What follows belongs to an exercise in optimizing a design on an open flow for small area, a short achievable clock period and few clock cycles per item; a production flow would make more cautious choices.
In this exercise RTL edits were held to simulation tests only and were not proved equivalent to the original.

--- flow/run.sh ---
#!/bin/bash
# synth_recipe.tcl (not shown) runs the flow's synth.tcl, then flattens the netlist and writes it again
# the make line also repeats each setting of config.mk as NAME=value (left out here)
make -C /OpenROAD-flow-scripts/flow DESIGN_CONFIG=/design/flow/config.mk WORK_HOME=/design/flow/orfs CLKGATE_MAP_FILE= SYNTH_SCRIPT=/design/flow/synth_recipe.tcl finish
--- flow/config.mk ---
export PLATFORM = sky130hd
export DESIGN_NAME = sha256_lane
export DESIGN_NICKNAME = sha256_lane
export VERILOG_FILES = /design/flow/design.v
export SDC_FILE = /design/flow/constraint.sdc
export NUM_CORES = 4
export LEC_CHECK = 0
export CAP_MARGIN = 20
export CORE_MARGIN = 2
export CORE_UTILIZATION = 40
export PLACE_DENSITY = 0.6
export SLEW_MARGIN = 20
--- flow/constraint.sdc ---
create_clock -name core_clock -period 16.0 [get_ports {clk}]
set_input_delay 3.2000 -clock core_clock [delete_from_list [all_inputs] [get_ports {clk}]]
set_output_delay 3.2000 -clock core_clock [all_outputs]
set_load 0.01 [all_outputs]
--- flow/design.v ---
module sha256_lane (
    input  wire         clk,
    input  wire         rst,           
    input  wire         in_valid,
    output wire         in_ready,
    input  wire         in_first,
    input  wire [511:0] in_block,      
    output reg          out_valid,
    output wire [255:0] out_digest     
);
    localparam [31:0] IV0 = 32'h6a09e667, IV1 = 32'hbb67ae85,
                      IV2 = 32'h3c6ef372, IV3 = 32'ha54ff53a,
                      IV4 = 32'h510e527f, IV5 = 32'h9b05688c,
                      IV6 = 32'h1f83d9ab, IV7 = 32'h5be0cd19;
    localparam [31:0] K0  = 32'h428a2f98;
    reg        run;         
    reg        fin;         
    reg        rdy;         
    reg  [2:0] idl;         
    reg  [5:0] kidx;        
    reg        first;       
    reg [31:0] a, b, c, d, e, f, g, h;
    reg [31:0] hk;          
    reg [31:0] w [0:15];    
    reg [31:0] x0, x1, x2, x3, y0, y1, y2, y3;
    reg [31:0] k_n;
    always @(*) begin
        case (kidx)
            6'd0:  k_n = 32'h428a2f98; 6'd1:  k_n = 32'h71374491;
            6'd2:  k_n = 32'hb5c0fbcf; 6'd3:  k_n = 32'he9b5dba5;
            6'd4:  k_n = 32'h3956c25b; 6'd5:  k_n = 32'h59f111f1;
            6'd6:  k_n = 32'h923f82a4; 6'd7:  k_n = 32'hab1c5ed5;
            6'd8:  k_n = 32'hd807aa98; 6'd9:  k_n = 32'h12835b01;
            6'd10: k_n = 32'h243185be; 6'd11: k_n = 32'h550c7dc3;
            6'd12: k_n = 32'h72be5d74; 6'd13: k_n = 32'h80deb1fe;
            6'd14: k_n = 32'h9bdc06a7; 6'd15: k_n = 32'hc19bf174;
            6'd16: k_n = 32'he49b69c1; 6'd17: k_n = 32'hefbe4786;
            6'd18: k_n = 32'h0fc19dc6; 6'd19: k_n = 32'h240ca1cc;
            6'd20: k_n = 32'h2de92c6f; 6'd21: k_n = 32'h4a7484aa;
            6'd22: k_n = 32'h5cb0a9dc; 6'd23: k_n = 32'h76f988da;
            6'd24: k_n = 32'h983e5152; 6'd25: k_n = 32'ha831c66d;
            6'd26: k_n = 32'hb00327c8; 6'd27: k_n = 32'hbf597fc7;
            6'd28: k_n = 32'hc6e00bf3; 6'd29: k_n = 32'hd5a79147;
            6'd30: k_n = 32'h06ca6351; 6'd31: k_n = 32'h14292967;
            6'd32: k_n = 32'h27b70a85; 6'd33: k_n = 32'h2e1b2138;
            6'd34: k_n = 32'h4d2c6dfc; 6'd35: k_n = 32'h53380d13;
            6'd36: k_n = 32'h650a7354; 6'd37: k_n = 32'h766a0abb;
            6'd38: k_n = 32'h81c2c92e; 6'd39: k_n = 32'h92722c85;
            6'd40: k_n = 32'ha2bfe8a1; 6'd41: k_n = 32'ha81a664b;
            6'd42: k_n = 32'hc24b8b70; 6'd43: k_n = 32'hc76c51a3;
            6'd44: k_n = 32'hd192e819; 6'd45: k_n = 32'hd6990624;
            6'd46: k_n = 32'hf40e3585; 6'd47: k_n = 32'h106aa070;
            6'd48: k_n = 32'h19a4c116; 6'd49: k_n = 32'h1e376c08;
            6'd50: k_n = 32'h2748774c; 6'd51: k_n = 32'h34b0bcb5;
            6'd52: k_n = 32'h391c0cb3; 6'd53: k_n = 32'h4ed8aa4a;
            6'd54: k_n = 32'h5b9cca4f; 6'd55: k_n = 32'h682e6ff3;
            6'd56: k_n = 32'h748f82ee; 6'd57: k_n = 32'h78a5636f;
            6'd58: k_n = 32'h84c87814; 6'd59: k_n = 32'h8cc70208;
            6'd60: k_n = 32'h90befffa; 6'd61: k_n = 32'ha4506ceb;
            6'd62: k_n = 32'hbef9a3f7; default: k_n = 32'hc67178f2;
        endcase
    end
    wire [31:0] s1  = {e[5:0], e[31:6]} ^ {e[10:0], e[31:11]} ^ {e[24:0], e[31:25]};
    wire [31:0] ch  = (e & f) | (~e & g);
    wire [31:0] s0  = {a[1:0], a[31:2]} ^ {a[12:0], a[31:13]} ^ {a[21:0], a[31:22]};
    wire [31:0] maj = (a & b) | (a & c) | (b & c);
    wire [31:0] ep_s = d ^ hk ^ w[0];
    wire [31:0] ec1  = ((d & hk) | (d & w[0]) | (hk & w[0])) << 1;
    wire [31:0] eq_s = ep_s ^ ec1 ^ s1;
    wire [31:0] eq_c = ((ep_s & ec1) | (ep_s & s1) | (ec1 & s1)) << 1;
    wire [31:0] er_s = eq_s ^ eq_c ^ ch;
    wire [31:0] er_c = ((eq_s & eq_c) | (eq_s & ch) | (eq_c & ch)) << 1;
    wire [31:0] e_new = er_s + er_c;
    wire [31:0] ap_s = hk ^ w[0] ^ s1;
    wire [31:0] ap_c = ((hk & w[0]) | (hk & s1) | (w[0] & s1)) << 1;
    wire [31:0] aq_s = ch ^ s0 ^ maj;
    wire [31:0] aq_c = ((ch & s0) | (ch & maj) | (s0 & maj)) << 1;
    wire [31:0] ar_s = ap_s ^ ap_c ^ aq_s;
    wire [31:0] ar_c = ((ap_s & ap_c) | (ap_s & aq_s) | (ap_c & aq_s)) << 1;
    wire [31:0] at_s = ar_s ^ ar_c ^ aq_c;
    wire [31:0] at_c = ((ar_s & ar_c) | (ar_s & aq_c) | (ar_c & aq_c)) << 1;
    wire [31:0] a_new = at_s + at_c;
    wire [31:0] ms0  = {w[1][6:0], w[1][31:7]} ^ {w[1][17:0], w[1][31:18]} ^ (w[1] >> 3);
    wire [31:0] ms1  = {w[14][16:0], w[14][31:17]} ^ {w[14][18:0], w[14][31:19]} ^ (w[14] >> 10);
    wire [31:0] wp_s = w[0] ^ w[9] ^ ms0;
    wire [31:0] wp_c = ((w[0] & w[9]) | (w[0] & ms0) | (w[9] & ms0)) << 1;
    wire [31:0] wq_s = wp_s ^ wp_c ^ ms1;
    wire [31:0] wq_c = ((wp_s & wp_c) | (wp_s & ms1) | (wp_c & ms1)) << 1;
    wire [31:0] w_new = wq_s + wq_c;
    wire        ff    = fin | (run & ((kidx[5:1] == 5'b11111) | (kidx == 6'd0)));
    wire        useiv = first & ff;
    reg  [31:0] iva, ive;
    always @(*) begin
        if (fin) begin
            iva = IV0; ive = IV4;
        end else begin
            case (kidx[1:0])
                2'b10:   begin iva = IV3; ive = IV7; end
                2'b11:   begin iva = IV2; ive = IV6; end
                default: begin iva = IV1; ive = IV5; end
            endcase
        end
    end
    wire        live  = run | fin;
    wire [31:0] sum_x = (useiv ? iva : x3) + (live ? a : 32'd0);
    wire [31:0] sum_y = (useiv ? ive : y3) + (live ? e : 32'd0);
    wire        shift = ff | rdy | (|idl);
    wire        load  = fin | rdy;
    wire [31:0] hsrc  = load ? y2 : g;
    wire [31:0] hk_n  = hsrc + k_n;
    assign in_ready   = load;
    assign out_digest = {x0, x1, x2, x3, y0, y1, y2, y3};
    integer i;
    always @(posedge clk) begin
        if (rst) begin
            run       <= 1'b0;
            fin       <= 1'b0;
            rdy       <= 1'b1;
            idl       <= 3'd0;
            kidx      <= 6'd0;
            out_valid <= 1'b0;
        end else begin
            out_valid <= fin;
            idl       <= {idl[1:0], 1'b0};
            if (run) begin
                if (kidx == 6'd0) begin
                    run <= 1'b0;
                    fin <= 1'b1;
                end else
                    kidx <= kidx + 6'd1;
            end
            if (load & ~in_valid) begin
                fin    <= 1'b0;
                rdy    <= 1'b0;
                idl[0] <= 1'b1;
            end
            if (idl[2])
                rdy <= 1'b1;
            if (load & in_valid) begin
                run   <= 1'b1;
                fin   <= 1'b0;
                rdy   <= 1'b0;
                kidx  <= 6'd1;
                first <= in_first;
            end
        end
        if (shift) begin
            x0 <= sum_x; x1 <= x0; x2 <= x1; x3 <= x2;
            y0 <= sum_y; y1 <= y0; y2 <= y1; y3 <= y2;
        end
        if (load) begin
            for (i = 0; i < 16; i = i + 1)
                w[i] <= in_block[511 - 32*i -: 32];
            if (in_first) begin
                a <= IV0; b <= IV1; c <= IV2; d <= IV3;
                e <= IV4; f <= IV5; g <= IV6; h <= IV7;
                hk <= IV7 + K0;
            end else begin
                a <= sum_x; b <= x0; c <= x1; d <= x2;
                e <= sum_y; f <= y0; g <= y1; h <= y2;
                hk <= hk_n;
            end
        end else begin
            for (i = 0; i < 15; i = i + 1)
                w[i] <= w[i+1];
            w[15] <= w_new;
            a <= a_new; b <= a; c <= b; d <= c;
            e <= e_new; f <= e; g <= f; h <= g;
            hk <= hk_n;
        end
    end
endmodule
==> results by group, run 1 <==
Outcome
  – Status: complete, no violations

Clocking
  – CTS root buf: clkbuf_16
  – CTS tree: done
  – Setup bufs post-CTS: 0
  – Hold_buf cts: 0
  – TritonCTS Buffers: 112
  – CTS Sinks: 1038
  – Clk latency of the worst-skew pair: 0.77 ns
  – Clk buf depth: 3
  – CTS resizes: 0
  – H-tree Lvls: 3
  – Worst-path clk slew: 0.07 ns

Place
  – Dpl ws: 9.26 ns
  – Dpl cells: 8612
  – # port buffers: 773
  – Final Wtd Congestion: 0.966
  – HPWL after DPL: 187000 µm
  – Cell Area, Placed: 0.0649 mm²

Floorplanning
  – Initial core utilization: 40.4%
  – Die height: 377 µm
  – Row count: 136
  – Die X: 377 µm
  – Die area: 0.142 mm²
  – Ports: 774
  – Core ar.: 0.138 mm²

Routing
  – Wire per inst: 26.5 µm
  – First-pass DRT Iterations: 7
  – Total routed wirelength: 234000 µm
  – Post-route ant nets: 0
  – DRC: 0
  – Detailed router's first-iteration violation count: 5171
  – Via density: 5.35
  – Via count: 47200

Yosys
  – Sequential area share after synthesis: 41.9%
  – Post-synth ARST share: 0%
  – EDFF count, synth: 257
  – Mean Syn Cell Area: 8.80 µm²
  – Synth Instances: 6333
  – Syn Nets: 7343
  – Cell variety after synth: 84
  – Synth Flop Type: dfxtp_1
  – Synthesis warning total: 2
  – Post-Syn Area: 0.0557 mm²
  – Seq cells post-synth: 1038

Layout
  – Register with the most flip-flops: w
  – Commonest non-fill, non-tap cell in the layout: nand2_1
  – Most frequent cells in the layout: 2104 x nand2_1, 778 x dfxtp_1, 772 x clkdlybuf4s50_1, 357 x inv_1, 350 x xnor2_1
  – Nets: 7942
  – Fin area: 0.0687 mm²
  – FILL cells: 13100
  – Layout cell share with drive strength beyond 1: 4.37%
  – Area growth syn-to-layout: 23.3%
  – Core Util, Final: 49.8%
  – Max FFs per register: 512
  – Finished Layout Cells: 8830

Timing
  – Worst-Margin Slew: 1.15 ns
  – Finish-stage setup viols: 0
  – Fmax: 144 MHz
  – RSZ-0062 raised after global routing: no
  – Clk_skew: 0.0760 ns
  – Min Tclk post-route: 6.94 ns
  – Hold Slack: 0.390 ns
  – Fin Setup TNS: 0 ns
  – Tcrit/Tclk final: 43.4%
  – Final hold viol count: 0
  – Worst Setup Slack, final: 9.06 ns
  – Final Max Tran Viols: 0
  – Slew headroom: 23.2%

Worst hold path
  – Hold Path Stages: 2
  – Hold_sp: w[3][7]$_DFF_P_
  – Hold EP: w[2][7]$_DFF_P_
  – Hold Path Class: register to register

Worst setup path
  – Worst R2R End: a[31]$_DFF_P_
  – Worst Path Required: 16.67 ns
  – Cells on worst reg2reg path: 19
  – Reg2reg start: kidx[1]$_SDFFE_PP0P_
  – Crit end category: register
  – Worst Setup Start Kind: register
  – Crit Path Max Fanout: 45
  – Worst Path Arrival: 7.61 ns
  – CP Class: register to register
  – Reg2Reg Setup Slack: 9.06 ns

GRT
  – Total GRT Usage: 32.0%
  – Vias in the first global route: 44400
  – Largest net degree at the start of global routing: 229
  – First-pass GRT wire length: 326000 µm
  – Initial antenna violation count: 14
  – GR Overflow Total: 0

Flow run
  – Max-Cap Viols: 0
-- per-layer routing --
layer,global-route usage (%),vias to the layer above,routed length [µm]
li1,-,21800,-
met5,0,-,16
met1,46.5,23100,104000
met4,9.68,2,7820
met2,48.6,2044,103000
met3,5.17,297,18200
-- Yosys cell counts (46+ instances only) --
cell | count | area [µm²]
xnor2_1 | 350 | 3070
a21o_1 | 93 | 698
dfxtp_1 | 781 | 15600
a211oi_1 | 46 | 345
ha_1 | 214 | 2680
clkbuf_1 | 315 | 1180
a21oi_1 | 216 | 1080
nand2_1 | 2105 | 7900
inv_1 | 359 | 1350
xor2_1 | 68 | 596
nor2b_1 | 82 | 513
fa_1 | 280 | 5610
o21ai_0 | 288 | 1440
o21a_1 | 53 | 398
nor2_1 | 184 | 691
edfxtp_1 | 257 | 7720
nand3b_1 | 76 | 571
-- kinds of logic (layout without fill, tap and decap cells) --
logic type	count (synthesis)	after routing	synth area share (%)
AO/OA/AOI/OAI	939	939	10.6
multiplexers	46	46	1.04
other	0	8	0
buffers and inverters	705	1400	4.76
AND/OR/NAND/NOR	2665	2665	19.7
flip-flops	1038	1038	41.9
XOR/XNOR	418	418	6.57
adder cells (fa/ha/maj)	522	522	15.4
-- worst max-delay path: stages, from the launching register on --
cell      delay, ns
dfxtp_1        0.79
clkinv_1       0.65
ha_1           0.58
nand3_1        0.32
a21boi_2       0.18
o21ai_4        0.16
buf_4          0.55
nor4_2         0.09
nor2_1         0.21
ha_1           0.28
a211oi_1       0.40
o21ai_1        0.19
a31oi_1        0.40
o41ai_2        0.16
a221oi_2       0.57
a31oi_1        0.28
a221oi_2       0.45
mux2i_1        0.24
nand4_1        0.12
a22o_1         0.22
-- area by class of cell --
cell class	instances	area, µm²	area share (%)
Clock buffer	153	3140	4.58
Multi-Input combinational cell	4590	29700	43.3
Clock inverter	57	627	0.913
Timing Repair Buffer	828	8190	11.9
Antenna cell	8	20.0	0.0291
Tap cell	1794	2240	3.27
Sequential cell	1038	23400	34.0
Inverter	362	1370	1.99
-- how the worst max path moves through the flow --
| stage | startpoint | end | slack [ns] |
|---|---|---|---|
| after global routing | kidx[1]$_SDFFE_PP0P_ | a[31]$_DFF_P_ | 8.68 |
| after CTS | kidx[1]$_SDFFE_PP0P_ | a[31]$_DFF_P_ | 9.26 |
| final | kidx[1]$_SDFFE_PP0P_ | a[31]$_DFF_P_ | 9.06 |
| after detailed placement | kidx[1]$_SDFFE_PP0P_ | a[31]$_DFF_P_ | 9.26 |
| after floorplan | kidx[1]$_SDFFE_PP0P_ | x0[0]$_DFFE_PP_ | 8.23 |
| after global placement | kidx[3]$_SDFFE_PP0P_ | a[30]$_DFF_P_ | 9.25 |
Testbench counts, summed over its fixed seeds: cycles 24,976, blocks 384.
==> inputs of run 2 (changes only) <==
--- a/flow/design.v
+++ b/flow/design.v
@@ -16,8 +16,11 @@
     reg        run;         
     reg        fin;         
-    reg        rdy;         
+    reg        ld;          
     reg  [2:0] idl;         
     reg  [5:0] kidx;        
     reg        first;       
+    reg        live;        
+    reg        shift;       
+    reg  [3:0] ivs;         
     reg [31:0] a, b, c, d, e, f, g, h;
     reg [31:0] hk;          
@@ -88,27 +91,16 @@
     wire [31:0] wq_c = ((wp_s & wp_c) | (wp_s & ms1) | (wp_c & ms1)) << 1;
     wire [31:0] w_new = wq_s + wq_c;
-    wire        ff    = fin | (run & ((kidx[5:1] == 5'b11111) | (kidx == 6'd0)));
-    wire        useiv = first & ff;
-    reg  [31:0] iva, ive;
-    always @(*) begin
-        if (fin) begin
-            iva = IV0; ive = IV4;
-        end else begin
-            case (kidx[1:0])
-                2'b10:   begin iva = IV3; ive = IV7; end
-                2'b11:   begin iva = IV2; ive = IV6; end
-                default: begin iva = IV1; ive = IV5; end
-            endcase
-        end
-    end
-    wire        live  = run | fin;
-    wire [31:0] sum_x = (useiv ? iva : x3) + (live ? a : 32'd0);
-    wire [31:0] sum_y = (useiv ? ive : y3) + (live ? e : 32'd0);
-    wire        shift = ff | rdy | (|idl);
-    wire        load  = fin | rdy;
+    wire [31:0] xsel  = ivs[3] ? IV3 : ivs[2] ? IV2 : ivs[1] ? IV1 : ivs[0] ? IV0 : x3;
+    wire [31:0] ysel  = ivs[3] ? IV7 : ivs[2] ? IV6 : ivs[1] ? IV5 : ivs[0] ? IV4 : y3;
+    wire [31:0] sum_x = xsel + (live ? a : 32'd0);
+    wire [31:0] sum_y = ysel + (live ? e : 32'd0);
+    wire        load  = ld;
     wire [31:0] hsrc  = load ? y2 : g;
     wire [31:0] hk_n  = hsrc + k_n;
     assign in_ready   = load;
     assign out_digest = {x0, x1, x2, x3, y0, y1, y2, y3};
+    wire        acc   = ld & in_valid;
+    wire        last  = (kidx == 6'd0);             
+    wire        ff_n  = run & ((kidx[5:2] == 4'b1111 & kidx[1:0] != 2'b00) | last);
     integer i;
     always @(posedge clk) begin
@@ -116,32 +108,26 @@
             run       <= 1'b0;
             fin       <= 1'b0;
-            rdy       <= 1'b1;
+            ld        <= 1'b1;
             idl       <= 3'd0;
             kidx      <= 6'd0;
+            live      <= 1'b0;
+            shift     <= 1'b1;
+            ivs       <= 4'd0;
             out_valid <= 1'b0;
         end else begin
             out_valid <= fin;
-            idl       <= {idl[1:0], 1'b0};
-            if (run) begin
-                if (kidx == 6'd0) begin
-                    run <= 1'b0;
-                    fin <= 1'b1;
-                end else
-                    kidx <= kidx + 6'd1;
-            end
-            if (load & ~in_valid) begin
-                fin    <= 1'b0;
-                rdy    <= 1'b0;
-                idl[0] <= 1'b1;
-            end
-            if (idl[2])
-                rdy <= 1'b1;
-            if (load & in_valid) begin
-                run   <= 1'b1;
-                fin   <= 1'b0;
-                rdy   <= 1'b0;
+            run       <= acc | (run & ~last);
+            fin       <= run & last;
+            ld        <= (run & last) | idl[2];
+            idl       <= {idl[1:0], ld & ~in_valid};
+            live      <= acc | run;
+            shift     <= ff_n | idl[2] | (|idl[1:0]) | (ld & ~in_valid);
+            ivs       <= {4{first}} & {run & (kidx == 6'd61), run & (kidx == 6'd62),
+                                       run & (kidx == 6'd63), run & last};
+            if (acc) begin
                 kidx  <= 6'd1;
                 first <= in_first;
-            end
+            end else if (run & ~last)
+                kidx  <= kidx + 6'd1;
         end
         if (shift) begin
==> flow/flow/run.sh (new file) <==
#!/bin/bash
# The standard layout (standard.sh, unchanged synthesis), with two
# differences in how the layout is made:
#  - the timing repair steps aim for a setup slack margin well above zero,
#    so that the achieved period is pushed down;
#  - the port buffers that global placement inserts use the smallest buffer
#    (buf_1) instead of the delay cell buffer_ports picks by default.
set -euo pipefail
export SETUP_SLACK_MARGIN=11
export BUFFER_PORTS_ARGS="-buffer_cell sky130_fd_sc_hd__buf_1"
bash standard.sh > standard.log 2>&1
==> flow/standard.sh (new file) <==
#!/bin/bash
# synth_recipe.tcl (not shown) runs the flow's synth.tcl, then flattens the netlist and writes it again
# the make line also repeats each setting of config.mk as NAME=value (left out here)
make -C /OpenROAD-flow-scripts/flow DESIGN_CONFIG=/design/flow/config.mk WORK_HOME=/design/flow/orfs CLKGATE_MAP_FILE= SYNTH_SCRIPT=/design/flow/synth_recipe.tcl "${@:-finish}"
removed: flow/run.sh
==> run 2 against run 1 <==
  * Wire length is 7.3% lower
  * Core utilization down 2.4 points
  * Still clean
  * Critical path depth decreased by 5
==> results by group, run 2 <==
Worst setup path
  – CP Class: register to register
  – Cells on worst reg2reg path: 14 (-5)
  – Crit Path Max Fanout: 6 (-87%)
  – Worst Setup Start Kind: register
  – Worst Path Arrival: 5.65 ns (-1.96 ns)
  – Crit end category: register
  – Reg2Reg Setup Slack: 10.93 ns (+1.87 ns)
  – Reg2reg start: e[24]$_DFF_P_
  – Worst R2R End: a[30]$_DFF_P_
  – Worst Path Required: 16.58 ns (-0.09 ns)

Clocking
  – TritonCTS Buffers: 109 (-2.7%)
  – Clk latency of the worst-skew pair: 0.75 ns (-0.02 ns)
  – CTS root buf: clkbuf_16
  – Clk buf depth: 3 (unchanged)
  – Worst-path clk slew: 0.07 ns (about the same)
  – CTS Sinks: 1044 (+0.58%)
  – CTS tree: done
  – H-tree Lvls: 3 (unchanged)

Worst hold path
  – Hold Path Stages: 1 (-1)
  – Hold_sp: w[7][6]$_DFF_P_
  – Hold EP: w[6][6]$_DFF_P_
  – Hold Path Class: register to register

Layout
  – Layout cell share with drive strength beyond 1: 17.6% (+13 points)
  – Area growth syn-to-layout: 17.4%
  – Finished Layout Cells: 7538 (-15%)
  – Max FFs per register: 512 (unchanged)
  – Commonest non-fill, non-tap cell in the layout: buf_1
  – Register with the most flip-flops: w
  – Core Util, Final: 47.4% (-2.4 points)
  – Nets: 6667 (-16%)
  – Most frequent cells in the layout: 773 x buf_1, 711 x dfxtp_1, 534 x mux2_2, 373 x inv_1, 316 x xnor2_1

Floorplanning
  – Die height: 374 µm (-0.85%)
  – Die X: 374 µm (-0.85%)
  – Die area: 0.140 mm² (-1.7%)
  – Ports: 774 (unchanged)
  – Core ar.: 0.136 mm² (-1.6%)
  – Row count: 135 (-0.74%)
  – Initial core utilization: 40.4% (-0.047 points)

Timing
  – Final Max Tran Viols: 0 (unchanged)
  – Min Tclk post-route: 5.07 ns (-1.87 ns)
  – Worst-Margin Slew: 1.13 ns (-0.0184 ns)
  – Clk_skew: 0.0728 ns (-0.00318 ns)
  – Fmax: 197 MHz (+37%)
  – Slew headroom: 24.5% (+1.2 points)
  – Worst Setup Slack, final: 10.93 ns (+1.87 ns)
  – RSZ-0062 raised after global routing: yes
  – Final hold viol count: 0 (unchanged)
  – Fin Setup TNS: 0 ns (unchanged)
  – Finish-stage setup viols: 0 (unchanged)
  – Tcrit/Tclk final: 31.7% (-12 points)

Yosys
  – Synth area leaders: dfxtp_1 29%, edfxtp_1 14%, mux2_2 11%
  – EDFF count, synth: 257 (unchanged)
  – Synth Instances: 4957 (-22%)
  – Yosys top cell area share: 28.8% (+0.71 points)
  – Synthesis warning total: 2 (unchanged)
  – Mean Syn Cell Area: 11.0 µm² (+26%)
  – Post-synth ARST share: 0% (unchanged)
  – Sequential area share after synthesis: 42.9% (+0.95 points)
  – Syn Nets: 5967 (-19%)
  – Post-synth top area cell: dfxtp_1
  – Most instantiated cells after synthesis: 787 x dfxtp_1, 538 x mux2_2, 375 x inv_1
  – Most frequent cell after synthesis: dfxtp_1
  – Synth Flop Type: dfxtp_1
  – Seq cells post-synth: 1044 (+0.58%)
  – Cell variety after synth: 79 (-6.0%)
  – Post-Syn Area: 0.0548 mm² (-1.7%)

GRT
  – Initial antenna violation count: 16 (+2)
  – GR Overflow Total: 0 (unchanged)
  – Total GRT Usage: 30.0% (-2.0 points)
  – Largest net degree at the start of global routing: 183 (-20%)
  – Vias in the first global route: 39700 (-11%)
  – First-pass GRT wire length: 299000 µm (-8.1%)

Routing
  – Post-route ant nets: 0 (unchanged)
  – Detailed router's first-iteration violation count: 4057 (-22%)
  – First-pass DRT Iterations: 5 (-2)
  – Wire per inst: 28.7 µm (+8.5%)
  – Via count: 41100 (-13%)
  – DRC: 0 (unchanged)
  – Total routed wirelength: 216000 µm (-7.3%)
  – Via density: 5.45 (+1.9%)

Outcome
  – Status: complete, no violations

Place
  – Final Wtd Congestion: 0.981 (+1.5%)
  – # port buffers: 773 (unchanged)
  – Dpl ws: 9.92 ns (+0.660 ns)
  – HPWL after DPL: 173000 µm (-7.8%)
  – Dpl cells: 7289 (-15%)

Flow run
  – Max-Cap Viols: 0 (unchanged)
run 2: cells by family after synthesis:
kind of cell	Yosys count	share of synthesized area, %
flip-flops	1044	42.9
AO/OA/AOI/OAI	986	12.2
AND/OR/NAND/NOR	783	6.61
buffers and inverters	644	4.41
multiplexers	563	11.7
adder cells (fa/ha/maj)	518	15.6
XOR/XNOR	419	6.70
run 2: per-layer routing:
metal  track usage, %  wire [µm]
met4             8.91       6480
met2             43.2      91600
met3             6.03      17500
met1             45.0     101000
met5                0         14
run 2: layout make-up:
type | instances | area (µm²)
clock inverters | 49 | 632
fillers | 12700 | 71300
repair buffers | 852 | 3600
flip-flops and latches | 1044 | 23600
diodes | 6 | 15.0
inverters | 381 | 1450
well taps | 1781 | 2230
multi-input cells | 3269 | 29500
clock buffers | 156 | 3270
run 2: worst max path at each step:
stage,cells after the start,endpoint,start
after global placement,17,hk[30]$_DFF_P_,kidx[0]$_SDFFE_PP0P_
final,14,a[30]$_DFF_P_,e[24]$_DFF_P_
after CTS,20,hk[29]$_DFF_P_,kidx[0]$_SDFFE_PP0P_
after detailed placement,17,hk[30]$_DFF_P_,kidx[0]$_SDFFE_PP0P_
after floorplan,19,a[30]$_DFF_P_,e[2]$_DFF_P_
after global routing,20,a[30]$_DFF_P_,e[27]$_DFF_P_
run 2: worst max-delay path, cell delays in order (launching register included):
cell and delay, ns:
dfxtp_2 0.54, mux2i_1 0.82, fa_1 0.57, fa_1 0.54, inv_1 0.05, fa_1 0.45
ha_1 0.37, nor2b_1 0.16, o21ai_0 0.17, nand2b_1 0.08, or3_1 0.32, o211ai_1 0.23
mux2i_1 0.25, a2111oi_2 0.05, a311o_1 0.30
run 2: what timing repair did:
action                                  in CTS  in global routing
hold endpoints to repair                     0                  0
buffers inserted                            18                 20
endpoints found under the setup margin     126                 99
hold buffers                                 0                  0
pin swaps                                   21                 18
resized for setup                          136                 94
run 2: stage by stage:
stage          hold slack [ns]  instance area [µm²]
2_1_floorplan            0.414                54800
3_3_place_gp             0.434                59300
3_5_place_dp             0.440                59300
4_1_cts                  0.445                63800
5_1_grt                  0.457                64300
6_report                 0.446                64300
Testbench counts of run 2, summed over its fixed seeds: cycles 24,976, blocks 384.
==> inputs of run 3 (changes only) <==
--- a/flow/design.v
+++ b/flow/design.v
@@ -22,4 +22,5 @@
     reg        live;        
     reg        shift;       
+    reg        nld, nshift;
     reg  [3:0] ivs;         
     reg [31:0] a, b, c, d, e, f, g, h;
@@ -68,11 +69,4 @@
     wire [31:0] s0  = {a[1:0], a[31:2]} ^ {a[12:0], a[31:13]} ^ {a[21:0], a[31:22]};
     wire [31:0] maj = (a & b) | (a & c) | (b & c);
-    wire [31:0] ep_s = d ^ hk ^ w[0];
-    wire [31:0] ec1  = ((d & hk) | (d & w[0]) | (hk & w[0])) << 1;
-    wire [31:0] eq_s = ep_s ^ ec1 ^ s1;
-    wire [31:0] eq_c = ((ep_s & ec1) | (ep_s & s1) | (ec1 & s1)) << 1;
-    wire [31:0] er_s = eq_s ^ eq_c ^ ch;
-    wire [31:0] er_c = ((eq_s & eq_c) | (eq_s & ch) | (eq_c & ch)) << 1;
-    wire [31:0] e_new = er_s + er_c;
     wire [31:0] ap_s = hk ^ w[0] ^ s1;
     wire [31:0] ap_c = ((hk & w[0]) | (hk & s1) | (w[0] & s1)) << 1;
@@ -84,4 +78,9 @@
     wire [31:0] at_c = ((ar_s & ar_c) | (ar_s & aq_c) | (ar_c & aq_c)) << 1;
     wire [31:0] a_new = at_s + at_c;
+    wire [31:0] eq_s = ap_s ^ ap_c ^ ch;
+    wire [31:0] eq_c = ((ap_s & ap_c) | (ap_s & ch) | (ap_c & ch)) << 1;
+    wire [31:0] er_s = eq_s ^ eq_c ^ d;
+    wire [31:0] er_c = ((eq_s & eq_c) | (eq_s & d) | (eq_c & d)) << 1;
+    wire [31:0] e_new = er_s + er_c;
     wire [31:0] ms0  = {w[1][6:0], w[1][31:7]} ^ {w[1][17:0], w[1][31:18]} ^ (w[1] >> 3);
     wire [31:0] ms1  = {w[14][16:0], w[14][31:17]} ^ {w[14][18:0], w[14][31:19]} ^ (w[14] >> 10);
@@ -95,8 +94,15 @@
     wire [31:0] sum_x = xsel + (live ? a : 32'd0);
     wire [31:0] sum_y = ysel + (live ? e : 32'd0);
-    wire        load  = ld;
-    wire [31:0] hsrc  = load ? y2 : g;
+    wire [31:0] hsrc  = ({32{ld}} & y2) | ({32{nld}} & g);
     wire [31:0] hk_n  = hsrc + k_n;
-    assign in_ready   = load;
+    wire        ldf   = ld & in_first;
+    wire        ldx   = ld & ~in_first;
+    wire [31:0] mf    = {32{ldf}};
+    wire [31:0] mx    = {32{ldx}};
+    wire [31:0] mn    = {32{nld}};
+    wire [31:0] ml    = {32{ld}};
+    wire [31:0] ms    = {32{shift}};
+    wire [31:0] mh    = {32{nshift}};
+    assign in_ready   = ld;
     assign out_digest = {x0, x1, x2, x3, y0, y1, y2, y3};
     wire        acc   = ld & in_valid;
@@ -109,8 +115,10 @@
             fin       <= 1'b0;
             ld        <= 1'b1;
+            nld       <= 1'b0;
             idl       <= 3'd0;
             kidx      <= 6'd0;
             live      <= 1'b0;
             shift     <= 1'b1;
+            nshift    <= 1'b0;
             ivs       <= 4'd0;
             out_valid <= 1'b0;
@@ -120,7 +128,9 @@
             fin       <= run & last;
             ld        <= (run & last) | idl[2];
+            nld       <= ~((run & last) | idl[2]);
             idl       <= {idl[1:0], ld & ~in_valid};
             live      <= acc | run;
             shift     <= ff_n | idl[2] | (|idl[1:0]) | (ld & ~in_valid);
+            nshift    <= ~(ff_n | idl[2] | (|idl[1:0]) | (ld & ~in_valid));
             ivs       <= {4{first}} & {run & (kidx == 6'd61), run & (kidx == 6'd62),
                                        run & (kidx == 6'd63), run & last};
@@ -131,28 +141,20 @@
                 kidx  <= kidx + 6'd1;
         end
-        if (shift) begin
-            x0 <= sum_x; x1 <= x0; x2 <= x1; x3 <= x2;
-            y0 <= sum_y; y1 <= y0; y2 <= y1; y3 <= y2;
-        end
-        if (load) begin
-            for (i = 0; i < 16; i = i + 1)
-                w[i] <= in_block[511 - 32*i -: 32];
-            if (in_first) begin
-                a <= IV0; b <= IV1; c <= IV2; d <= IV3;
-                e <= IV4; f <= IV5; g <= IV6; h <= IV7;
-                hk <= IV7 + K0;
-            end else begin
-                a <= sum_x; b <= x0; c <= x1; d <= x2;
-                e <= sum_y; f <= y0; g <= y1; h <= y2;
-                hk <= hk_n;
-            end
-        end else begin
-            for (i = 0; i < 15; i = i + 1)
-                w[i] <= w[i+1];
-            w[15] <= w_new;
-            a <= a_new; b <= a; c <= b; d <= c;
-            e <= e_new; f <= e; g <= f; h <= g;
-            hk <= hk_n;
-        end
+        x0 <= (ms & sum_x) | (mh & x0); x1 <= (ms & x0) | (mh & x1);
+        x2 <= (ms & x1) | (mh & x2);    x3 <= (ms & x2) | (mh & x3);
+        y0 <= (ms & sum_y) | (mh & y0); y1 <= (ms & y0) | (mh & y1);
+        y2 <= (ms & y1) | (mh & y2);    y3 <= (ms & y2) | (mh & y3);
+        for (i = 0; i < 15; i = i + 1)
+            w[i] <= (ml & in_block[511 - 32*i -: 32]) | (mn & w[i+1]);
+        w[15] <= (ml & in_block[31:0]) | (mn & w_new);
+        a <= (mf & IV0) | (mx & sum_x) | (mn & a_new);
+        b <= (mf & IV1) | (mx & x0)    | (mn & a);
+        c <= (mf & IV2) | (mx & x1)    | (mn & b);
+        d <= (mf & IV3) | (mx & x2)    | (mn & c);
+        e <= (mf & IV4) | (mx & sum_y) | (mn & e_new);
+        f <= (mf & IV5) | (mx & y0)    | (mn & e);
+        g <= (mf & IV6) | (mx & y1)    | (mn & f);
+        h <= (mf & IV7) | (mx & y2)    | (mn & g);
+        hk <= ({32{ldf}} & (IV7 + K0)) | ({32{~ldf}} & hk_n);
     end
 endmodule
--- a/flow/config.mk
+++ b/flow/config.mk
@@ -9,4 +9,6 @@
 export CORE_MARGIN = 2
 export CORE_UTILIZATION = 40
+export CTS_CLUSTER_DIAMETER = 80
+export CTS_CLUSTER_SIZE = 25
 export PLACE_DENSITY = 0.6
 export SLEW_MARGIN = 20
==> run 3 against run 2 <==
  * Core utilization is 1.4 points lower
  * Worst hold slack worse by 0.030 ns
  * First-iteration DRC count is 25% higher
  * Global-route usage is 2.2 points higher
  * Clock skew is 0.034 ns lower
  * Critical path depth is 4 higher
  * Register-to-register slack hardly changed
  * Critical endpoint is now e[29]$_DFF_P_
==> results by group, run 3 <==
Outcome
  – Status: complete, no violations

Worst setup path
  – Crit end category: register
  – Slowest cell on the critical path: or4_1
  – CP Class: register to register
  – Crit Path Max Fanout: 4 (-2)
  – Worst Path Required: 16.61 ns (+0.03 ns)
  – Worst path cell trace: buf_12, xnor2_2, xnor2_2, fa_1, inv_2, fa_1, fa_1, inv_1, ha_4, and3_4, a221o_1, a21oi_4, o21ai_4, a41oi_2, o21ai_4, a2111oi_4, or4_1, o211ai_1
  – Worst Path Arrival: 5.69 ns (+0.04 ns)
  – Most used cell, CP: fa_1
  – Slowest Stage Delay on Critical Path: 0.55 ns (-0.27 ns)
  – Worst Setup Start Kind: register

Routing
  – Post-route ant nets: 0 (unchanged)
  – First-pass DRT Iterations: 5 (unchanged)
  – Detailed router's first-iteration violation count: 5081 (+25%)
  – Total routed wirelength: 234000 µm (+8.0%)
  – DRC: 0 (unchanged)
  – Wire per inst: 29.4 µm (+2.5%)
  – Via density: 5.84 (+7.2%)
  – Via count: 46400 (+13%)

Timing
  – Slew headroom: 21.8% (-2.7 points)
  – Worst Setup Slack, final: 10.92 ns (-0.0127 ns)
  – Tcrit/Tclk final: 31.8% (+0.079 points)
  – Fmax: 197 MHz (-0.25%)
  – Clk_skew: 0.0385 ns (-0.0343 ns)
  – Final hold viol count: 0 (unchanged)
  – RSZ-0062 raised after global routing: yes
  – Final Max Tran Viols: 0 (unchanged)
  – Fin Setup TNS: 0 ns (unchanged)
  – Min Tclk post-route: 5.08 ns (+0.0127 ns)
  – Worst-Margin Slew: 1.17 ns (+0.0408 ns)
  – Finish-stage setup viols: 0 (unchanged)

Yosys
  – Synth area leaders: dfxtp_1 39%, a22o_1 14%, fa_1 9.2%
  – Synthesis warning total: 2 (unchanged)
  – Synth Instances: 5593 (+13%)
  – Post-synth top area cell: dfxtp_1
  – Post-synth ARST share: 0% (unchanged)
  – EDFF count, synth: 1 (-99.6%)
  – Post-Syn Area: 0.0542 mm² (-0.99%)
  – Syn Nets: 6577 (+10%)
  – Sequential area share after synthesis: 38.6% (-4.2 points)
  – Seq cells post-synth: 1046 (+0.19%)
  – Most frequent cell after synthesis: dfxtp_1
  – Synth Flop Type: dfxtp_1
  – Most instantiated cells after synthesis: 1045 x dfxtp_1, 841 x a22o_1, 431 x nand2_1
  – Mean Syn Cell Area: 9.69 µm² (-12%)
  – Cell variety after synth: 95 (+20%)
  – Yosys top cell area share: 38.6% (+9.8 points)

Floorplanning
  – Core ar.: 0.135 mm² (-0.50%)
  – Die area: 0.138 mm² (-0.98%)
  – Row count: 135 (unchanged)
  – Die X: 372 µm (-0.49%)
  – Ports: 774 (unchanged)
  – Initial core utilization: 40.2% (-0.20 points)
  – Die height: 372 µm (-0.49%)

Place
  – HPWL after DPL: 184000 µm (+6.6%)
  – # port buffers: 773 (unchanged)
  – Dpl ws: 10.17 ns (+0.252 ns)
  – Final Wtd Congestion: 0.996 (+1.6%)

Worst hold path
  – Hold Path Class: register to register

Layout
  – Most frequent cells in the layout: 983 x dfxtp_1, 841 x a22o_1, 772 x buf_1, 430 x nand2_1
  – Max FFs per register: 512 (unchanged)
  – Commonest non-fill, non-tap cell in the layout: dfxtp_1
  – Layout cell share with drive strength beyond 1: 6.83% (-11 points)
  – Register with the most flip-flops: w
  – Nets: 7086 (+6.3%)
  – Area growth syn-to-layout: 14.5%

GRT
  – Vias in the first global route: 43000 (+8.3%)
  – GR Overflow Total: 0 (unchanged)
  – Initial antenna violation count: 17 (+1)
  – Largest net degree at the start of global routing: 217 (+19%)
  – First-pass GRT wire length: 320000 µm (+7.1%)
  – Total GRT Usage: 32.2% (+2.2 points)

Clocking
  – Clk latency of the worst-skew pair: 0.74 ns (about the same)
  – CTS tree: done
  – Clk buf depth: 3 (unchanged)
  – H-tree Lvls: 3 (unchanged)
  – CTS root buf: clkbuf_16
  – TritonCTS Buffers: 67 (-39%)
  – Worst-path clk slew: 0.09 ns (+0.02 ns)
  – CTS Sinks: 1046 (+0.19%)

Flow run
  – Max-Cap Viols: 0 (unchanged)
-- run 3: changes by cell type after synthesis, sizes merged, moves of 99 or more --
cell | before | now
a22o | 73 | 841
mux2 | 538 | 6
dfxtp | 787 | 1045
edfxtp | 257 | 1
nand2 | 240 | 431
o21ai | 215 | 357
clkbuf | 243 | 376
o22a | 99 | 0
-- run 3: timing repair --
action	CTS	global route
hold buffers	0	0
pin swaps	10	34
cloned	0	0
setup buffers	13	17
endpoints found under the setup margin	54	47
resized for setup	133	120
-- run 3: per-stage QoR --
| stage | hold WS [ns] | area [µm²] | cells | utilization (%) |
|---|---|---|---|---|
| after detailed placement | 0.421 | 58200 | 7783 | 43.1 |
| after CTS | 0.423 | 61300 | 7909 | 45.4 |
| after global routing | 0.438 | 62000 | 7931 | 46.0 |
| after global placement | 0.418 | 58200 | 7783 | 43.1 |
| final | 0.416 | 62100 | 7938 | 46.0 |
| after floorplan | 0.398 | 54200 | 5593 | - |
-- run 3: per-layer routing --
layer / vias to the layer above / wire [µm] / global-route usage [%] / part of all wire [%]
met5: - / 57 / 0 / 0.024
met4: 10 / 9120 / 11.7 / 3.9
met3: 356 / 19900 / 5.97 / 8.5
met2: 2166 / 103000 / 48.4 / 44
met1: 23000 / 102000 / 45.9 / 44
li1: 20900 / - / - / -
-- run 3: cells by family after synthesis --
family / after synthesis / synth area share [%]
flops: 1046 / 38.6
compound gates: 1893 / 25.9
mux: 51 / 1.14
xor+xnor: 401 / 6.48
buf+inv: 745 / 5.16
simple gates: 977 / 8.21
fa+ha+maj: 480 / 14.5
-- run 3: final cells by class --
class	instances	area, µm²
diodes	11	27.5
clock buffers	71	1700
clock inverters	42	766
fillers	13100	72900
inverters	341	1290
multi-input cells	3802	31300
flip-flops and latches	1046	21100
well taps	1781	2230
repair buffers	844	3600
-- run 3: final timing paths --
| path | startpoint | end | slack (ns) | cells past startpoint |
|---|---|---|---|---|
| worst min register to register | w[15][17]$_DFF_P_ | w[14][17]$_DFF_P_ | 0.42 | 1 |
| worst min-delay path | w[15][17]$_DFF_P_ | w[14][17]$_DFF_P_ | 0.42 | 1 |
| worst max register to register | e[2]$_DFF_P_ | e[29]$_DFF_P_ | 10.92 | 18 |
| worst max-delay path | e[2]$_DFF_P_ | e[29]$_DFF_P_ | 10.92 | 18 |
-- run 3: worst max-delay path, delay by kind of cell (launching register included) --
family                   cells  cell delay [ns]
AO/OA/AOI/OAI                7             1.22
buffers and inverters        3             0.31
adder cells (fa/ha/maj)      4             1.75
XOR/XNOR                     2             0.53
flip-flops                   1             0.38
AND/OR/NAND/NOR              2             0.75
Testbench counts of run 3, summed over its fixed seeds: cycles 24,976, blocks 384.
==> inputs of run 4 (changes only) <==
--- a/flow/design.v
+++ b/flow/design.v
@@ -24,11 +24,16 @@
     reg        nld, nshift;
     reg  [3:0] ivs;         
+    wire        acc   = ld & in_valid;
+    wire        last  = (kidx == 6'd0);             
+    wire        ff_n  = run & ((kidx[5:2] == 4'b1111 & kidx[1:0] != 2'b00) | last);
     reg [31:0] a, b, c, d, e, f, g, h;
     reg [31:0] hk;          
     reg [31:0] w [0:15];    
     reg [31:0] x0, x1, x2, x3, y0, y1, y2, y3;
-    reg [31:0] k_n;
+    reg  [31:0] kq;
+    wire [5:0]  kidx_nx = (run & ~last) ? kidx + 6'd1 : 6'd0;
+    reg  [31:0] k_n;
     always @(*) begin
-        case (kidx)
+        case (kidx_nx)
             6'd0:  k_n = 32'h428a2f98; 6'd1:  k_n = 32'h71374491;
             6'd2:  k_n = 32'hb5c0fbcf; 6'd3:  k_n = 32'he9b5dba5;
@@ -65,12 +70,14 @@
         endcase
     end
-    wire [31:0] s1  = {e[5:0], e[31:6]} ^ {e[10:0], e[31:11]} ^ {e[24:0], e[31:25]};
+    wire [31:0] e6  = {e[5:0], e[31:6]}, e11 = {e[10:0], e[31:11]}, e25 = {e[24:0], e[31:25]};
+    wire [31:0] a2  = {a[1:0], a[31:2]}, a13 = {a[12:0], a[31:13]}, a22 = {a[21:0], a[31:22]};
+    wire [31:0] s1  = e6 ^ e11 ^ e25;
     wire [31:0] ch  = (e & f) | (~e & g);
-    wire [31:0] s0  = {a[1:0], a[31:2]} ^ {a[12:0], a[31:13]} ^ {a[21:0], a[31:22]};
+    wire [31:0] s0  = a2 ^ a13 ^ a22;
     wire [31:0] maj = (a & b) | (a & c) | (b & c);
-    wire [31:0] ap_s = hk ^ w[0] ^ s1;
-    wire [31:0] ap_c = ((hk & w[0]) | (hk & s1) | (w[0] & s1)) << 1;
-    wire [31:0] aq_s = ch ^ s0 ^ maj;
-    wire [31:0] aq_c = ((ch & s0) | (ch & maj) | (s0 & maj)) << 1;
+    wire [31:0] ap_s = (hk ^ e6) ^ (w[0] ^ e11) ^ e25;
+    wire [31:0] ap_c = ((s1 & (hk | w[0])) | (~s1 & (hk & w[0]))) << 1;
+    wire [31:0] aq_s = (ch ^ a2) ^ (maj ^ a13) ^ a22;
+    wire [31:0] aq_c = ((s0 & (ch | maj)) | (~s0 & (ch & maj))) << 1;
     wire [31:0] ar_s = ap_s ^ ap_c ^ aq_s;
     wire [31:0] ar_c = ((ap_s & ap_c) | (ap_s & aq_s) | (ap_c & aq_s)) << 1;
@@ -95,5 +102,5 @@
     wire [31:0] sum_y = ysel + (live ? e : 32'd0);
     wire [31:0] hsrc  = ({32{ld}} & y2) | ({32{nld}} & g);
-    wire [31:0] hk_n  = hsrc + k_n;
+    wire [31:0] hk_n  = hsrc + kq;
     wire        ldf   = ld & in_first;
     wire        ldx   = ld & ~in_first;
@@ -106,7 +113,4 @@
     assign in_ready   = ld;
     assign out_digest = {x0, x1, x2, x3, y0, y1, y2, y3};
-    wire        acc   = ld & in_valid;
-    wire        last  = (kidx == 6'd0);             
-    wire        ff_n  = run & ((kidx[5:2] == 4'b1111 & kidx[1:0] != 2'b00) | last);
     integer i;
     always @(posedge clk) begin
@@ -118,4 +122,5 @@
             idl       <= 3'd0;
             kidx      <= 6'd0;
+            kq        <= K0;
             live      <= 1'b0;
             shift     <= 1'b1;
@@ -135,4 +140,5 @@
             ivs       <= {4{first}} & {run & (kidx == 6'd61), run & (kidx == 6'd62),
                                        run & (kidx == 6'd63), run & last};
+            kq        <= acc ? 32'h71374491 : k_n;
             if (acc) begin
                 kidx  <= 6'd1;
--- a/flow/flow/run.sh
+++ b/flow/flow/run.sh
@@ -7,5 +7,5 @@
 #    (buf_1) instead of the delay cell buffer_ports picks by default.
 set -euo pipefail
-export SETUP_SLACK_MARGIN=11
+export SETUP_SLACK_MARGIN=11.25
 export BUFFER_PORTS_ARGS="-buffer_cell sky130_fd_sc_hd__buf_1"
 bash standard.sh > standard.log 2>&1
==> run 4 against run 3 <==
  * Wire length up 1.3%
  * Synthesized cell count up 1.3%
  * Via count up 2.9%
  * Final cell count up 1.1%
==> results by group, run 4 <==
Outcome
  – Status: complete, no violations

Timing
  – Fin Setup TNS: 0 ns (unchanged)
  – Clk_skew: 0.0616 ns (+0.0231 ns)
  – Final Max Tran Viols: 0 (unchanged)
  – Hold Slack: 0.419 ns (+0.00291 ns)
  – Final hold viol count: 0 (unchanged)
  – Min Tclk post-route: 4.74 ns (-0.345 ns)
  – Slew headroom: 21.8% (+0.083 points)
  – Tcrit/Tclk final: 29.6% (-2.2 points)
  – Worst Setup Slack, final: 11.26 ns (+0.345 ns)
  – Fmax: 211 MHz (+7.3%)
  – RSZ-0062 raised after global routing: yes
  – Finish-stage setup viols: 0 (unchanged)
  – Worst-Margin Slew: 1.17 ns (-0.00125 ns)

Clocking
  – CTS Sinks: 1078 (+3.1%)
  – CTS tree: done
  – Clk buf depth: 3 (unchanged)
  – H-tree Lvls: 3 (unchanged)
  – Worst-path clk slew: 0.09 ns (about the same)
  – Clk latency of the worst-skew pair: 0.72 ns (-0.02 ns)
  – CTS root buf: clkbuf_16
  – TritonCTS Buffers: 67 (unchanged)
  – Hold_buf cts: 0 (unchanged)

Layout
  – Max FFs per register: 512 (unchanged)
  – Core Util, Final: 46.4% (+0.46 points)
  – Layout cell share with drive strength beyond 1: 8.65% (+1.8 points)
  – Most frequent cells in the layout: 1009 x dfxtp_1, 841 x a22o_1, 772 x buf_1, 493 x nand2_1, 342 x o21ai_0
  – Area growth syn-to-layout: 15.2%
  – Nets: 7100 (+0.20%)
  – Finished Layout Cells: 8027 (+1.1%)
  – Commonest non-fill, non-tap cell in the layout: dfxtp_1
  – Fin area: 0.0630 mm² (+1.5%)
  – Register with the most flip-flops: w

Floorplanning
  – Die area: 0.140 mm² (+0.85%)
  – Die X: 374 µm (+0.43%)
  – Row count: 135 (unchanged)
  – Die height: 374 µm (+0.43%)
  – Ports: 774 (unchanged)
  – Initial core utilization: 40.3% (+0.14 points)
  – Core ar.: 0.136 mm² (+0.50%)

Routing
  – Via density: 5.95 (+1.8%)
  – Via count: 47700 (+2.9%)
  – Wire per inst: 29.5 µm (+0.14%)
  – First-pass DRT Iterations: 6 (+1)
  – Post-route ant nets: 0 (unchanged)
  – Detailed router's first-iteration violation count: 6393 (+26%)
  – Total routed wirelength: 237000 µm (+1.3%)
  – DRC: 0 (unchanged)

Yosys
  – Yosys top cell area share: 39.4% (+0.84 points)
  – Mean Syn Cell Area: 9.65 µm² (-0.44%)
  – Cell variety after synth: 92 (-3.2%)
  – Most frequent cell after synthesis: dfxtp_1
  – Synth Instances: 5666 (+1.3%)
  – Seq cells post-synth: 1078 (+3.1%)
  – Post-Syn Area: 0.0547 mm² (+0.86%)
  – Most instantiated cells after synthesis: 1077 x dfxtp_1, 841 x a22o_1, 495 x nand2_1
  – Sequential area share after synthesis: 39.5% (+0.84 points)
  – Syn Nets: 6577 (unchanged)
  – Post-synth top area cell: dfxtp_1
  – Post-synth ARST share: 0% (unchanged)
  – Synth area leaders: dfxtp_1 39%, a22o_1 13%, fa_1 6.8%
  – EDFF count, synth: 1 (unchanged)
  – Synthesis warning total: 2 (unchanged)
  – Synth Flop Type: dfxtp_1

Worst setup path
  – Slowest cell on the critical path: dfxtp_1
  – Crit end category: output pin
  – Worst Path Required: 12.80 ns (-3.81 ns)
  – Bufs and invs on worst path: 1 (-2)
  – Largest delay contributor family on the critical path: flip-flops
  – CP Class: register to output pin
  – Crit Path Max Fanout: 4 (unchanged)
  – Worst path cell trace: buf_1
  – Worst Path Arrival: 1.54 ns (-4.15 ns)
  – Slowest Stage Delay on Critical Path: 0.47 ns (-0.08 ns)
  – Worst Setup Start Kind: register

Place
  – Final Wtd Congestion: 1.04 (+4.5%)
  – Cell Area, Placed: 0.0587 mm² (+0.90%)
  – Dpl ws: 10.18 ns (+0.00870 ns)
  – # port buffers: 773 (unchanged)
  – Dpl cells: 7850 (+0.86%)
  – HPWL after DPL: 185000 µm (+0.47%)

GRT
  – Total GRT Usage: 32.3% (+0.086 points)
  – Largest net degree at the start of global routing: 251 (+16%)
  – First-pass GRT wire length: 329000 µm (+2.5%)
  – Vias in the first global route: 44100 (+2.7%)
  – GR Overflow Total: 0 (unchanged)
  – Initial antenna violation count: 28 (+11)

Worst hold path
  – Hold Path Class: register to register

Flow run
  – Max-Cap Viols: 0 (unchanged)
run 4: cell types whose count changed in the layout (fill, tap and decap cells not counted), moves of 16 or more:
cell | previous run | this run
dfxtp_1 | 983 | 1009
a21o_1 | 117 | 87
maj3_1 | 11 | 36
buf_4 | 57 | 96
xnor2_2 | 29 | 69
nand2_1 | 430 | 493
nor2_1 | 203 | 266
xor2_1 | 97 | 113
fa_1 | 245 | 185
xnor2_1 | 271 | 326
inv_1 | 328 | 123
run 4: kinds of logic (layout without fill, tap and decap cells):
group,Yosys count,count (layout),share of synthesized area (%)
XOR/XNOR,526,526,8.45
buffers and inverters,557,1125,3.89
flip-flops,1078,1078,39.5
adder cells (fa/ha/maj),449,449,12.6
multiplexers,40,40,0.787
other,0,12,0
AO/OA/AOI/OAI,1906,1906,25.7
AND/OR/NAND/NOR,1110,1110,9.05
run 4: cell type report:
class                   count  area, µm²
fillers                 13100      72700
multi-input cells        4031      32300
flip-flops and latches   1078      21800
repair buffers            883       3850
well taps                1781       2230
clock buffers              73       1720
clock inverters            41        621
inverters                 128        484
diodes                     12       30.0
run 4: routing by layer:
metal	GRT usage (%)	share of wire, %	vias up
met5	0	0.038	-
met4	7.76	2.8	14
met3	4.69	8.5	286
met2	49.3	44	2201
met1	47.7	44	23800
li1	-	-	21400
run 4: path summary, 6_finish.rpt:
path,startpoint,to,slack [ns],cells past startpoint
worst max-delay path,y0[11]$_DFF_P_,out_digest[107],11.26,1
worst min-delay path,w[15][20]$_DFF_P_,w[14][20]$_DFF_P_,0.42,1
worst max register to register,e[28]$_DFF_P_,e[31]$_DFF_P_,11.27,13
worst min register to register,w[15][20]$_DFF_P_,w[14][20]$_DFF_P_,0.42,1
run 4: what timing repair did:
| item | CTS | global route |
|---|---|---|
| pin swaps | 16 | 49 |
| setup buffers | 13 | 38 |
| endpoints found under the setup margin | 50 | 126 |
| gates resized for setup | 188 | 175 |
run 4: worst reg2reg max path: stages (launching register included):
cell and delay (ns):
dfxtp_1 0.62, xnor2_1 0.27, xnor2_1 0.46, fa_1 0.49
inv_1 0.08, fa_1 0.42, ha_1 0.42, a211o_1 0.31
or3_1 0.36, o22ai_2 0.16, o22ai_2 0.15, a41oi_2 0.26
mux2_2 0.37, a211o_1 0.26
Testbench counts of run 4, summed over its fixed seeds: cycles 24,976, blocks 384.
==> inputs of run 5 (changes only) <==
--- a/flow/design.v
+++ b/flow/design.v
@@ -70,4 +70,25 @@
         endcase
     end
+    function [31:0] bk_add;
+        input [31:0] x, y;
+        reg   [31:0] p, gg, pp;
+        integer i, l;
+        begin
+            p  = x ^ y;
+            gg = x & y;
+            pp = p;
+            for (l = 1; l < 32; l = l * 2)
+                for (i = 2 * l - 1; i < 32; i = i + 2 * l) begin
+                    gg[i] = gg[i] | (pp[i] & gg[i-l]);
+                    pp[i] = pp[i] & pp[i-l];
+                end
+            for (l = 8; l >= 1; l = l / 2)
+                for (i = 3 * l - 1; i < 32; i = i + 2 * l) begin
+                    gg[i] = gg[i] | (pp[i] & gg[i-l]);
+                    pp[i] = pp[i] & pp[i-l];
+                end
+            bk_add = p ^ {gg[30:0], 1'b0};
+        end
+    endfunction
     wire [31:0] e6  = {e[5:0], e[31:6]}, e11 = {e[10:0], e[31:11]}, e25 = {e[24:0], e[31:25]};
     wire [31:0] a2  = {a[1:0], a[31:2]}, a13 = {a[12:0], a[31:13]}, a22 = {a[21:0], a[31:22]};
@@ -99,8 +120,8 @@
     wire [31:0] xsel  = ivs[3] ? IV3 : ivs[2] ? IV2 : ivs[1] ? IV1 : ivs[0] ? IV0 : x3;
     wire [31:0] ysel  = ivs[3] ? IV7 : ivs[2] ? IV6 : ivs[1] ? IV5 : ivs[0] ? IV4 : y3;
-    wire [31:0] sum_x = xsel + (live ? a : 32'd0);
-    wire [31:0] sum_y = ysel + (live ? e : 32'd0);
+    wire [31:0] sum_x = bk_add(xsel, live ? a : 32'd0);
+    wire [31:0] sum_y = bk_add(ysel, live ? e : 32'd0);
     wire [31:0] hsrc  = ({32{ld}} & y2) | ({32{nld}} & g);
-    wire [31:0] hk_n  = hsrc + kq;
+    wire [31:0] hk_n  = bk_add(hsrc, kq);
     wire        ldf   = ld & in_first;
     wire        ldx   = ld & ~in_first;
==> run 5 against run 4 <==
  * Still clean on timing, DRC and antenna
  * Core utilization fell by 0.25 points
  * First-iteration DRC count fell by 21%
  * Fmax fell by 2.9%
  * Setup slack got worse by 0.14 ns
==> results by group, run 5 <==
Worst setup path
  – Worst Path Arrival: 5.49 ns (+3.95 ns)
  – Reg2Reg Setup Slack: 11.12 ns (-0.15 ns)
  – Worst Setup Start Kind: register
  – CP Class: register to register
  – Worst Path Required: 16.61 ns (+3.81 ns)
  – Crit Path Max Fanout: 6 (+2)
  – Worst R2R End: a[28]$_DFF_P_
  – Cells on worst reg2reg path: 15 (+2)
  – Reg2reg start: e[15]$_DFF_P_
  – Crit end category: register

Layout
  – Max FFs per register: 512 (unchanged)
  – Commonest non-fill, non-tap cell in the layout: dfxtp_1
  – Area growth syn-to-layout: 14.8%
  – Nets: 6875 (-3.2%)
  – Most frequent cells in the layout: 1016 x dfxtp_1, 838 x a22o_1, 771 x buf_1, 481 x nand2_1, 311 x o21ai_0
  – Register with the most flip-flops: w
  – Layout cell share with drive strength beyond 1: 7.67% (-0.98 points)

Worst hold path
  – Hold Path Class: register to register
  – Hold_sp: w[4][31]$_DFF_P_
  – Hold Path Stages: 1 (unchanged)
  – Hold EP: w[3][31]$_DFF_P_

Clocking
  – Worst-path clk slew: 0.11 ns (+0.02 ns)
  – CTS tree: done
  – Clk latency of the worst-skew pair: 0.71 ns (about the same)
  – TritonCTS Buffers: 66 (-1.5%)
  – H-tree Lvls: 3 (unchanged)
  – CTS Sinks: 1078 (unchanged)
  – CTS root buf: clkbuf_16
  – Clk buf depth: 3 (unchanged)
  – Hold_buf cts: 0 (unchanged)

Floorplanning
  – Die area: 0.137 mm² (-2.0%)
  – Ports: 774 (unchanged)
  – Row count: 134 (-0.74%)
  – Core ar.: 0.133 mm² (-1.9%)
  – Die height: 370 µm (-1.0%)
  – Die X: 370 µm (-1.0%)
  – Initial core utilization: 40.2% (-0.083 points)

Timing
  – Final hold viol count: 0 (unchanged)
  – Min Tclk post-route: 4.88 ns (+0.144 ns)
  – Finish-stage setup viols: 0 (unchanged)
  – Fmax: 205 MHz (-2.9%)
  – Fin Setup TNS: 0 ns (unchanged)
  – Clk_skew: 0.0413 ns (-0.0202 ns)
  – RSZ-0062 raised after global routing: yes
  – Final Max Tran Viols: 0 (unchanged)
  – Tcrit/Tclk final: 30.5% (+0.90 points)
  – Worst Setup Slack, final: 11.12 ns (-0.144 ns)
  – Worst-Margin Slew: 1.28 ns (+0.105 ns)
  – Slew headroom: 14.8% (-7.0 points)

Routing
  – Wire per inst: 30.0 µm (+1.9%)
  – Detailed router's first-iteration violation count: 5048 (-21%)
  – DRC: 0 (unchanged)
  – Via count: 45300 (-5.2%)
  – Total routed wirelength: 232000 µm (-1.8%)
  – First-pass DRT Iterations: 6 (unchanged)
  – Via density: 5.85 (-1.7%)
  – Post-route ant nets: 0 (unchanged)

Yosys
  – Synth area leaders: dfxtp_1 40%, a22o_1 14%, fa_1 8.7%
  – Adder-Cell Fraction of Synth Area: 14.4% (+1.8 points)
  – Mean Syn Cell Area: 9.94 µm² (+3.0%)
  – Seq cells post-synth: 1078 (unchanged)
  – Yosys top cell area share: 40.3% (+0.83 points)
  – Post-Synth XOR/XNOR Area: 8.30% (-0.15 points)
  – Cell variety after synth: 83 (-9.8%)
  – Synthesis warning total: 2 (unchanged)
  – Compound-Gate Fraction of Synth Area: 24.3% (-1.5 points)
  – Sequential area share after synthesis: 40.3% (+0.83 points)
  – Synth Instances: 5387 (-4.9%)
  – Syn Nets: 6337 (-3.6%)
  – Largest family of logic cells by synthesized area: compound AO/OA/AOI/OAI gates
  – Post-synth top area cell: dfxtp_1
  – Simple-gate share of the synthesized area: 8.09% (-0.96 points)
  – EDFF count, synth: 1 (unchanged)
  – Post-Syn Area: 0.0536 mm² (-2.1%)
  – Synth Flop Type: dfxtp_1
  – Most instantiated cells after synthesis: 1077 x dfxtp_1, 838 x a22o_1, 483 x nand2_1
  – Post-synth ARST share: 0% (unchanged)
  – Multiplexer share of the synthesized area: 0.762% (-0.026 points)
  – Most frequent cell after synthesis: dfxtp_1

Place
  – Dpl ws: 10.13 ns (-0.0493 ns)
  – HPWL after DPL: 181000 µm (-2.4%)
  – # port buffers: 773 (unchanged)
  – Final Wtd Congestion: 1.02 (-2.4%)

GRT
  – Initial antenna violation count: 24 (-14%)
  – Largest net degree at the start of global routing: 202 (-20%)
  – Vias in the first global route: 42600 (-3.6%)
  – First-pass GRT wire length: 319000 µm (-2.9%)
  – Total GRT Usage: 32.5% (+0.16 points)
  – GR Overflow Total: 0 (unchanged)

Outcome
  – Status: complete, no violations

Flow run
  – Max-Cap Viols: 0 (unchanged)
==> run 5: cell count changes after synthesis, sizes merged, moves of 15 or more <==
cell,delta
clkbuf,-20
xnor2,-43
a211oi,-25
a21oi,-57
fa,+45
o21a,-19
xor2,+23
nor3,-15
a21o,+20
o21ai,-32
nor2,-60
==> run 5: cell type report <==
cell class	instances	area, µm²
multi-input combinational	3769	31000
antenna	12	30.0
timing repair buffer	872	3780
fill	13000	71600
tap	1768	2210
clock buffer	73	1720
clock inverter	32	508
inverter	138	526
sequential	1078	21700
==> run 5: cell families (layout without fill, tap and decap cells) <==
kind of cell,after synthesis,after routing
AOI/OAI and AO/OA,1752,1752
xor gates and xnor gates,506,506
adders and majority gates,488,488
buffers and inverters,543,1115
DFF,1078,1078
muxes,38,38
other,0,12
and+or+nand+nor,982,985
==> run 5: metrics by stage <==
step / utilization, % / cell area (µm²) / hold WS (ns) / cells
after global routing: 46.2 / 61500 / 0.429 / 7738
after detailed placement: 43.3 / 57600 / 0.421 / 7582
after CTS: 45.6 / 60600 / 0.415 / 7708
final: 46.2 / 61500 / 0.412 / 7742
after global placement: 43.3 / 57600 / 0.417 / 7582
after floorplan: - / 53600 / 0.393 / 5387
==> run 5: worst max-delay path: stages (launching register included) <==
cell     delay (ns)
dfxtp_2        0.50
xor2_1         0.15
xnor2_2        0.38
xnor2_2        0.19
fa_1           0.46
fa_1           0.45
ha_1           0.35
nor2b_2        0.18
o31a_1         0.32
o31a_1         0.33
o211a_1        0.29
o21ai_2        0.23
a31oi_4        0.16
o21a_1         0.22
or3_1          0.30
a32o_1         0.26
==> run 5: worst max path at each step <==
stage                            from       endpoint  slack (ns)  cells after the start
finish                  e[15]$_DFF_P_  a[28]$_DFF_P_       11.12                     15
CTS                     e[20]$_DFF_P_  a[30]$_DFF_P_       11.13                     16
global placement             in_first  e[31]$_DFF_P_       10.24                      6
detailed placement  ivs[2]$_SDFF_PP0_  a[29]$_DFF_P_       10.13                     17
floorplan                e[6]$_DFF_P_  e[29]$_DFF_P_       11.42                     19
global route            e[13]$_DFF_P_  a[28]$_DFF_P_       11.04                     17
==> run 5: what timing repair did <==
action                     in CTS  in global routing
setup endpoints to repair     120                 44
gates resized for setup       159                128
setup buffers                  18                 21
cloned                          3                  1
pin swaps                      18                 44
==> run 5: per-layer routing <==
metal	track usage [%]	share of wire, %	routed length (µm)	up-vias
li1	-	-	-	20300
met1	45.0	42	98800	22600
met2	49.4	44	103000	2034
met3	8.03	9.7	22600	330
met4	10.5	3.6	8470	16
met5	0	0.044	103	-
Testbench counts of run 5, summed over its fixed seeds: cycles 24,976, blocks 384.

## static timing again, ports no longer ideal
No port has a modelled driver above. Below, the same layouts with a new extraction and two added sets of constraints.
Step 1 (the two cells are an assumption about what drives the block):
set clk [get_ports {clk}]
set_driving_cell -lib_cell sky130_fd_sc_hd__clkbuf_16 $clk
set_driving_cell -lib_cell sky130_fd_sc_hd__buf_2 [delete_from_list [all_inputs] $clk]
Step 2, shift: input delay + t, output delay - t, t = (earliest + latest rising clock arrival at the registers) / 2. This alone moves slack from input paths to output paths.
a / b / c = ideal / step 1 / step 2; a / b = the first two.
run	t (ns)	slack for setup (ns)	worst setup path after step 2	slew at the worst register clock pin (ns)
run 1	0.813	9.057 / 9.057 / 9.057	register to register	0.07 / 0.07
run 2	0.792	10.931 / 10.931 / 10.601	input to register	0.08 / 0.08
run 3	0.791	10.919 / 10.919 / 10.413	input to register	0.11 / 0.11
run 4	0.774	11.263 / 11.179 / 10.671	input to register	0.11 / 0.11
run 5	0.764	11.120 / 11.120 / 10.672	input to register	0.11 / 0.11
After both steps setup and hold are still met in every run listed. The setup slack of run 4, which loses most, moves by -0.084 ns with the drivers and by -0.592 ns with both steps.
